Context: an optimization exercise on an open-source flow, tuned for small area, a short achievable clock period and few clock cycles per item. The choices shown serve that exercise and are no tape-out recipe.
In this exercise RTL edits were held to simulation tests only and were not proved equivalent to the original.
Power is estimated from default activity; no workload was simulated.

== v55 ==
// de_sha2_core
module de_sha2_core (
    input  wire         clk,
    input  wire         rst,           
    input  wire         in_valid,
    output wire         in_ready,
    input  wire [31:0]  in_data,
    input  wire         in_last,       
    input  wire         in_mode,       
    output wire         out_valid,
    input  wire         out_ready,
    output wire [255:0] out_digest
);
Size in the first run: roughly 3,900 cells after synthesis, roughly 1,100 flip-flops.
export LEC_CHECK = 0
export ABC_AREA = 1
export CAP_MARGIN = 20
export CORE_MARGIN = 2
export CORE_UTILIZATION = 55
export CTS_BUF_LIST = sky130_fd_sc_hd__clkbuf_16
export CTS_CLUSTER_DIAMETER = 60
export CTS_CLUSTER_SIZE = 25
export PLACE_DENSITY = 0.68
export SETUP_SLACK_MARGIN = 5.0
export SLEW_MARGIN = 20
export SYNTH_HIERARCHICAL = 1
export SYNTH_MINIMUM_KEEP_SIZE = 0
create_clock -name core_clock -period 10.0 [get_ports {clk}]
standard.sh (not shown) runs the stock make flow with config.mk's settings and CLKGATE_MAP_FILE= SYNTH_SCRIPT=/design/flow/synth_recipe.tcl, a recipe that flattens the netlist after the stock synthesis.
==> flow/flow/run.sh <==
#!/bin/bash
# Layout flow: the standard ORFS layout (standard.sh, unchanged synthesis,
# floorplan, power grid, placement, CTS and routing) with two settings passed
# to ORFS through its own environment variables:
#  - the port buffers that ORFS inserts on every input and output use
#    sky130_fd_sc_hd__buf_1 instead of the cell buffer_ports picks by default;
#  - clock tree synthesis runs with the same options as the standard flow
#    (sink clustering, clock net repair, clkbuf_16, clusters of at most 25
#    sinks within 60 um) but without dummy loads.
# Every tool's output goes to standard.log here; ORFS also keeps its per-step
# logs under orfs/logs.
set -euo pipefail
cd "$(dirname "$0")/.."
export BUFFER_PORTS_ARGS="-buffer_cell sky130_fd_sc_hd__buf_1"
export CTS_ARGS="-sink_clustering_enable -repair_clock_nets -sink_clustering_size 25 -sink_clustering_max_diameter 60 -buf_list sky130_fd_sc_hd__clkbuf_16 -dont_use_dummy_load"
bash standard.sh > standard.log 2>&1
v55 has completed all stages; timing, DRC and antenna checks passed.
Testbench counts of v55, summed over its fixed seeds: cycles 66,376, blocks 952.
Here is what was changed in the inputs of v56 compared with v55.
- swapping 60 for 75 in CTS_CLUSTER_DIAMETER
- swapping 0.68 for 0.76 in PLACE_DENSITY
- swapping 55 for 64 in CORE_UTILIZATION
- swapping 25 for 32 in CTS_CLUSTER_SIZE
diff --git a/flow/flow/run.sh b/flow/flow/run.sh
--- a/flow/flow/run.sh
+++ b/flow/flow/run.sh
@@ -7,4 +7,4 @@
 #  - clock tree synthesis runs with the same options as the standard flow
-#    (sink clustering, clock net repair, clkbuf_16, clusters of at most 25
-#    sinks within 60 um) but without dummy loads.
+#    (sink clustering, clock net repair, clkbuf_16, clusters of at most 32
+#    sinks within 75 um) but without dummy loads.
 # Every tool's output goes to standard.log here; ORFS also keeps its per-step
@@ -14,3 +14,3 @@
 export BUFFER_PORTS_ARGS="-buffer_cell sky130_fd_sc_hd__buf_1"
-export CTS_ARGS="-sink_clustering_enable -repair_clock_nets -sink_clustering_size 25 -sink_clustering_max_diameter 60 -buf_list sky130_fd_sc_hd__clkbuf_16 -dont_use_dummy_load"
+export CTS_ARGS="-sink_clustering_enable -repair_clock_nets -sink_clustering_size 32 -sink_clustering_max_diameter 75 -buf_list sky130_fd_sc_hd__clkbuf_16 -dont_use_dummy_load"
 bash standard.sh > standard.log 2>&1
Notes after the runs:
Number of buffers and inverters on the critical path: v56 vs v55 up 1
Between v55 and v56, the flow reports leakage dissipation decreasing by a few percent.
Of v55 and v56, the higher flip-flop and latch share of the layout cell area belongs to v56.
~same maximum clock rate in v55 and v56
Higher number of antenna cells inserted goes to v55 over v56.
The power in combinational cells was comparable across v55 and v56.
Inputs modified between v56 and v17:
- CTS_CLUSTER_SIZE: 32 -> 25
- CORE_UTILIZATION: 64 -> 60
- PLACE_DENSITY: 0.76 -> 0.72
- CTS_CLUSTER_DIAMETER: 75 -> 60
diff --git a/flow/flow/run.sh b/flow/flow/run.sh
--- a/flow/flow/run.sh
+++ b/flow/flow/run.sh
@@ -7,4 +7,4 @@
 #  - clock tree synthesis runs with the same options as the standard flow
-#    (sink clustering, clock net repair, clkbuf_16, clusters of at most 32
-#    sinks within 75 um) but without dummy loads.
+#    (sink clustering, clock net repair, clkbuf_16, clusters of at most 25
+#    sinks within 60 um) but without dummy loads.
 # Every tool's output goes to standard.log here; ORFS also keeps its per-step
@@ -14,3 +14,3 @@
 export BUFFER_PORTS_ARGS="-buffer_cell sky130_fd_sc_hd__buf_1"
-export CTS_ARGS="-sink_clustering_enable -repair_clock_nets -sink_clustering_size 32 -sink_clustering_max_diameter 75 -buf_list sky130_fd_sc_hd__clkbuf_16 -dont_use_dummy_load"
+export CTS_ARGS="-sink_clustering_enable -repair_clock_nets -sink_clustering_size 25 -sink_clustering_max_diameter 60 -buf_list sky130_fd_sc_hd__clkbuf_16 -dont_use_dummy_load"
 bash standard.sh > standard.log 2>&1
==> comparison <==
The multi-input gate area in the final layout on v56 is in line with that on v17.
In v17, the routed wire length came out about 1.6% above the value in v56.
Share of cell area taken by multi-input logic gates: v56 and v17 compared, higher one is v56
Combinational group share of total power for v17 is lower than for v56.
Of v17 and v56, it is v17 that has the higher power.
Logic depth of the worst setup path including buffers down 1 in v17 wrt v56
Compared with v56, in v17 final non-filler cell area went up by 670 um^2; share of total power in the clock network went up by 2.4 points.
#### Input delta (v37 over v17)
- changing CTS_CLUSTER_DIAMETER from 60 to 70
- changing CTS_CLUSTER_SIZE from 25 to 28
diff --git a/flow/flow/run.sh b/flow/flow/run.sh
--- a/flow/flow/run.sh
+++ b/flow/flow/run.sh
@@ -7,4 +7,4 @@
 #  - clock tree synthesis runs with the same options as the standard flow
-#    (sink clustering, clock net repair, clkbuf_16, clusters of at most 25
-#    sinks within 60 um) but without dummy loads.
+#    (sink clustering, clock net repair, clkbuf_16, clusters of at most 28
+#    sinks within 70 um) but without dummy loads.
 # Every tool's output goes to standard.log here; ORFS also keeps its per-step
@@ -14,3 +14,3 @@
 export BUFFER_PORTS_ARGS="-buffer_cell sky130_fd_sc_hd__buf_1"
-export CTS_ARGS="-sink_clustering_enable -repair_clock_nets -sink_clustering_size 25 -sink_clustering_max_diameter 60 -buf_list sky130_fd_sc_hd__clkbuf_16 -dont_use_dummy_load"
+export CTS_ARGS="-sink_clustering_enable -repair_clock_nets -sink_clustering_size 28 -sink_clustering_max_diameter 70 -buf_list sky130_fd_sc_hd__clkbuf_16 -dont_use_dummy_load"
 bash standard.sh > standard.log 2>&1
Findings:
- Reported for v17 and v37, sequential cell count turned out identical to the last digit.
- As far as tapcell count goes, v17 and v37 are indistinguishable; the numbers are identical.
- Row reg2reg setup slack: v37 lower / v17 higher
- The run showing the smaller maximum frequency is v37.
- v37 — number of design-rule violations left by the first detailed-router iteration 116 higher, v17 as reference
- Higher number of nets in the layout goes to v17 over v37.
- Share of total power in the clock network, v17 and v37: higher on v17
- Delta (v37 minus v17): worst setup margin shrank by 0.023 ns; number of enable flip-flop cells after synthesis did not really move.
Edits applied to the flow inputs when going from v37 to v39:
- changing CTS_CLUSTER_DIAMETER from 70 to 75
- changing CTS_CLUSTER_SIZE from 28 to 32
diff --git a/flow/flow/run.sh b/flow/flow/run.sh
--- a/flow/flow/run.sh
+++ b/flow/flow/run.sh
@@ -7,4 +7,4 @@
 #  - clock tree synthesis runs with the same options as the standard flow
-#    (sink clustering, clock net repair, clkbuf_16, clusters of at most 28
-#    sinks within 70 um) but without dummy loads.
+#    (sink clustering, clock net repair, clkbuf_16, clusters of at most 32
+#    sinks within 75 um) but without dummy loads.
 # Every tool's output goes to standard.log here; ORFS also keeps its per-step
@@ -14,3 +14,3 @@
 export BUFFER_PORTS_ARGS="-buffer_cell sky130_fd_sc_hd__buf_1"
-export CTS_ARGS="-sink_clustering_enable -repair_clock_nets -sink_clustering_size 28 -sink_clustering_max_diameter 70 -buf_list sky130_fd_sc_hd__clkbuf_16 -dont_use_dummy_load"
+export CTS_ARGS="-sink_clustering_enable -repair_clock_nets -sink_clustering_size 32 -sink_clustering_max_diameter 75 -buf_list sky130_fd_sc_hd__clkbuf_16 -dont_use_dummy_load"
 bash standard.sh > standard.log 2>&1
## What came out
- Going from v37 to v39, met3 layer wire length in the routed design shows an increase of 64 um; number of standard cells in the layout, taps in and fillers out was more or less identical; utilization barely changed; combinational power now sits at about the same level; worst hold slack went down.
- Going from v37 to v39, post-detailed-routing wire length fell 0.39%; first-pass GRT wire length about even.
- | wire length on met2 | v37 vs v39 | ≈ equal |
- h4[15] as the critical path endpoint was reported by v37, and h4[19] by v39.
- v37 -> v39: design area flat

========
== the baseline ==
de_sha2_core, a different RTL version from the one above (not shown whole).
For scale: roughly 3900 cells after synthesis, roughly 1100 flip-flops, roughly 45000 sq um of cells after synthesis.
Settings: LEC_CHECK=0, ABC_AREA=1, CAP_MARGIN=20, CORE_MARGIN=2, CORE_UTILIZATION=60, CTS_BUF_LIST=sky130_fd_sc_hd__clkbuf_16, CTS_CLUSTER_DIAMETER=70, CTS_CLUSTER_SIZE=28, PLACE_DENSITY=0.72, SETUP_SLACK_MARGIN=5.0, SLEW_MARGIN=20, SYNTH_HIERARCHICAL=1, SYNTH_MINIMUM_KEEP_SIZE=0; clock period 10.0 ns.
==> flow/flow/run.sh <==
#!/bin/bash
# Layout flow: the standard ORFS layout (standard.sh, unchanged synthesis,
# floorplan, power grid, placement, CTS and routing) with two settings passed
# to ORFS through its own environment variables:
#  - the port buffers that ORFS inserts on every input and output use
#    sky130_fd_sc_hd__buf_1 instead of the cell buffer_ports picks by default;
#  - clock tree synthesis runs with the same options as the standard flow
#    (sink clustering, clock net repair, clkbuf_16, clusters of at most 28
#    sinks within 70 um) but without dummy loads.
# Every tool's output goes to standard.log here; ORFS also keeps its per-step
# logs under orfs/logs.
set -euo pipefail
cd "$(dirname "$0")/.."
export BUFFER_PORTS_ARGS="-buffer_cell sky130_fd_sc_hd__buf_1"
export CTS_ARGS="-sink_clustering_enable -repair_clock_nets -sink_clustering_size 28 -sink_clustering_max_diameter 70 -buf_list sky130_fd_sc_hd__clkbuf_16 -dont_use_dummy_load"
bash standard.sh > standard.log 2>&1
The baseline | stages: all done | timing, DRC, antenna: all pass
Testbench counts of the baseline, summed over its fixed seeds: cycles 66,376, blocks 952.
#### Input delta (the candidate over the baseline)
==> flow/flow/run.sh <==
#!/bin/bash
# Layout flow: the standard ORFS layout (standard.sh, unchanged synthesis,
# floorplan, power grid, placement, CTS and routing) with two settings passed
# to ORFS through its own environment variables:
#  - the port buffers that ORFS inserts on every input and output use
#    sky130_fd_sc_hd__buf_1 instead of the cell buffer_ports picks by default;
#  - clock tree synthesis runs with the same options as the standard flow
#    (sink clustering, clock net repair, clkbuf_16, clusters of at most 32
#    sinks within 75 um) but without dummy loads.
# Every tool's output goes to standard.log here; ORFS also keeps its per-step
# logs under orfs/logs.
set -euo pipefail
cd "$(dirname "$0")/.."
export BUFFER_PORTS_ARGS="-buffer_cell sky130_fd_sc_hd__buf_1"
export CTS_ARGS="-sink_clustering_enable -repair_clock_nets -sink_clustering_size 32 -sink_clustering_max_diameter 75 -buf_list sky130_fd_sc_hd__clkbuf_16 -dont_use_dummy_load"
bash standard.sh > standard.log 2>&1
--- a/flow/config.mk
+++ b/flow/config.mk
@@ -11,6 +11,6 @@
 export CORE_UTILIZATION = 60
 export CTS_BUF_LIST = sky130_fd_sc_hd__clkbuf_16
-export CTS_CLUSTER_DIAMETER = 70
-export CTS_CLUSTER_SIZE = 28
+export CTS_CLUSTER_DIAMETER = 75
+export CTS_CLUSTER_SIZE = 32
 export PLACE_DENSITY = 0.72
 export SETUP_SLACK_MARGIN = 5.0
--- outcome ---
The candidate ended up with a higher combinational share of power than the baseline did. Global-route usage: the candidate vs the baseline down 0.35 points. Any difference in global-route met2 utilization between the candidate and the baseline is small enough to ignore. The candidate and the baseline ended up with nearly the same number of standard cells in the layout, taps in and fillers out. In terms of setup slack, the baseline and the candidate differ only marginally. For post-route cell area, the baseline and the candidate come out practically identical. Comparing the baseline against the candidate, there is no change at all in number of stages on the worst setup path.

port drivers added, routing unchanged:
How much do the figures lean on ideal ports? The routed layouts below were timed once more, with nothing changed but the port constraints. Step 1 sets driving cells, clkbuf_16 on the clock port and buf_2 on the other inputs (assumed; they add their load-dependent delay and slew). Step 2 moves the port delays by t, midway between the first and last clock arrival at a register: inputs arrive t later, outputs are due t later. That takes back most of the time a late clock gives input paths. Slacks: ideal ports / drivers / drivers and shift; pairs: ideal ports / drivers.
run	t (ns)	setup WS [ns]	worst setup path at the end	clock arrival spread, ns
v55	0.686	5.052 / 5.052 / 5.052	register to register	0.116 / 0.117
v56	0.686	5.039 / 5.039 / 5.039	register to register	0.075 / 0.075
v17	0.687	5.090 / 5.090 / 5.090	register to register	0.069 / 0.070
v37	0.694	5.067 / 5.067 / 5.067	register to register	0.083 / 0.084
v39	0.686	5.112 / 5.112 / 5.112	register to register	0.095 / 0.095
the baseline	0.693	5.063 / 5.063 / 5.063	register to register	0.061 / 0.062
the candidate	0.687	5.063 / 5.063 / 5.063	register to register	0.110 / 0.110
After both steps every run listed still meets setup and hold.
